Source: an optimization exercise on an open RTL-to-GDS flow (aim: small area, a short achievable clock period and few clock cycles per item). Production flows keep margins and buffers that such runs may drop. Only simulation tests tie the RTL to the original design; equivalence was not proved.

// sha384_core
module sha384_core (
    input  wire         clk,
    input  wire         rst,          
    input  wire         in_valid,
    output wire         in_ready,
    input  wire [63:0]  in_data,
    input  wire         in_first,     
    output wire         out_valid,
    output wire [383:0] out_digest
);
    localparam [63:0] IV0 = 64'hcbbb9d5dc1059ed8, IV1 = 64'h629a292a367cd507,
                      IV2 = 64'h9159015a3070dd17, IV3 = 64'h152fecd8f70e5939,
                      IV4 = 64'h67332667ffc00b31, IV5 = 64'h8eb44a8768581511,
                      IV6 = 64'hdb0c2e0d64f98fa7, IV7 = 64'h47b5481dbefa4fa4;
    reg  [6:0]  s;             
    reg         u;             
    reg         rnd_q, step0_q, sched_q, fadd_q, fin_q, ivld_q, rdy_q;
    reg         nf;            
    reg         bf;            
    reg         out_valid_q;
    reg  [1023:0] w;
    wire [63:0] w0  = w[  0 +: 64];
    wire [63:0] w1  = w[ 64 +: 64];
    wire [63:0] w9  = w[576 +: 64];
    wire [63:0] w14 = w[896 +: 64];
    wire [63:0] w15 = w[960 +: 64];
    reg  [63:0] a, b, c, d, e, f, g, p;
    reg  [63:0] ha0, ha1, ha2, ha3, he0, he1, he2, he3;
    function [63:0] rotr(input [63:0] x, input integer n);
        rotr = (x >> n) | (x << (64 - n));
    endfunction
    reg  [63:0] kv;
    reg  [63:0] kq;
    wire [6:0]  s_nk;
    always @(*) begin
        case (s_nk)
        7'd0: kv = 64'h428a2f98d728ae22;
        7'd1: kv = 64'h7137449123ef65cd;
        7'd2: kv = 64'hb5c0fbcfec4d3b2f;
        7'd3: kv = 64'he9b5dba58189dbbc;
        7'd4: kv = 64'h3956c25bf348b538;
        7'd5: kv = 64'h59f111f1b605d019;
        7'd6: kv = 64'h923f82a4af194f9b;
        7'd7: kv = 64'hab1c5ed5da6d8118;
        7'd8: kv = 64'hd807aa98a3030242;
        7'd9: kv = 64'h12835b0145706fbe;
        7'd10: kv = 64'h243185be4ee4b28c;
        7'd11: kv = 64'h550c7dc3d5ffb4e2;
        7'd12: kv = 64'h72be5d74f27b896f;
        7'd13: kv = 64'h80deb1fe3b1696b1;
        7'd14: kv = 64'h9bdc06a725c71235;
        7'd15: kv = 64'hc19bf174cf692694;
        7'd16: kv = 64'he49b69c19ef14ad2;
        7'd17: kv = 64'hefbe4786384f25e3;
        7'd18: kv = 64'h0fc19dc68b8cd5b5;
        7'd19: kv = 64'h240ca1cc77ac9c65;
        7'd20: kv = 64'h2de92c6f592b0275;
        7'd21: kv = 64'h4a7484aa6ea6e483;
        7'd22: kv = 64'h5cb0a9dcbd41fbd4;
        7'd23: kv = 64'h76f988da831153b5;
  ...
For scale: about 9100 cells after synthesis, about 2100 flip-flops, roughly 450 I/O pins, about 110000 um^2 of cells after synthesis.
Settings: LEC_CHECK=0, CAP_MARGIN=20, CORE_MARGIN=2, CORE_UTILIZATION=55, CTS_BUF_LIST=sky130_fd_sc_hd__clkbuf_8, CTS_CLUSTER_DIAMETER=50, CTS_CLUSTER_SIZE=16, SLEW_MARGIN=20, SYNTH_MEMORY_MAX_BITS=16384, TNS_END_PERCENT=50; clock period 12.0 ns.
standard.sh (not shown) runs the stock make flow with config.mk's settings and CLKGATE_MAP_FILE= SYNTH_SCRIPT=/design/flow/synth_recipe.tcl, a recipe that flattens the netlist after the stock synthesis.
==> flow/flow/run.sh <==
#!/bin/bash
# Standard ORFS layout (the standard.sh, standard synthesis unchanged), with
# - timing repair asked to leave extra setup slack so the achieved period drops
# - the smallest buffer cell for the port buffers
# - a fanout limit for repair_design (flow/fanout.tcl, sourced before resizing)
set -euo pipefail
bash standard.sh SETUP_SLACK_MARGIN=7.0 \
  "BUFFER_PORTS_ARGS=-buffer_cell sky130_fd_sc_hd__buf_1" \
  "PRE_RESIZE_TCL=$PWD/flow/fanout.tcl" \
  finish > make_finish.log 2>&1
==> flow/flow/fanout.tcl <==
# Limit fanout so that repair_design splits the wide enable nets into smaller
# buffer trees (large nets are hard for the detailed router to wire cleanly).
set_max_fanout 40 [current_design]
Testbench counts at the start, summed over its fixed seeds: cycles 31,128, items 384.
Rerun with:
TNS_END_PERCENT = unset   (was 50)
The new run produced a clean layout.
Core utilization is higher by 0.34 points.
Worst setup slack got worse by 0.031 ns.
Cell count hardly moves.
Clock skew grows by 0.0051 ns.
Count of clock-buffer cells in the layout increases by 7.
Wire length rises by 0.59%.
First-iteration DRC count shrinks by 2.3%.
Final area came out higher by 0.53%.
Rerun with:
TNS_END_PERCENT = 30   (was unset)
Setup slack improves by 0.048 ns.
Die area stays the same.
Core utilization went down by 0.34 points.
Sequential share of layout area went up by 0.25 points.
Final area went down by 0.53%.
Register-to-register slack improves by 0.05 ns.
Global-route usage went down by 0.38 points.
Synthesized cell count stays the same.

-- re-timing with driven ports --
The results above use ideal ports. As a check the final layouts listed here were re-extracted and re-timed, cells and wires unchanged. Step 1 sets driving cells, clkbuf_16 on the clock port and buf_2 on the other inputs (assumed; they add their load-dependent delay and slew). Step 2 times the ports against the registers' clock, not the clock port: input delays grow and output delays shrink by t, the midpoint of the rising clock arrivals with the driver on. a / b / c = no drivers / after step 1 / after step 2; a / b = the first two.
run	t, ns	setup WS [ns]	hold WS [ns]	worst setup path after step 2	latest minus earliest clock arrival (ns)
the first run	1.126	6.502 / 6.502 / 5.921	0.397 / 0.397 / 0.397	input to register	0.098 / 0.098
the second run	1.148	6.472 / 6.472 / 5.978	0.397 / 0.397 / 0.397	input to register	0.113 / 0.114
the third run	1.142	6.520 / 6.520 / 5.850	0.400 / 0.400 / 0.400	input to register	0.103 / 0.103
After both steps setup and hold are still met in every run listed. The setup slack of the third run, which loses most, moves by 0.000 ns with the drivers and by -0.670 ns with both steps.
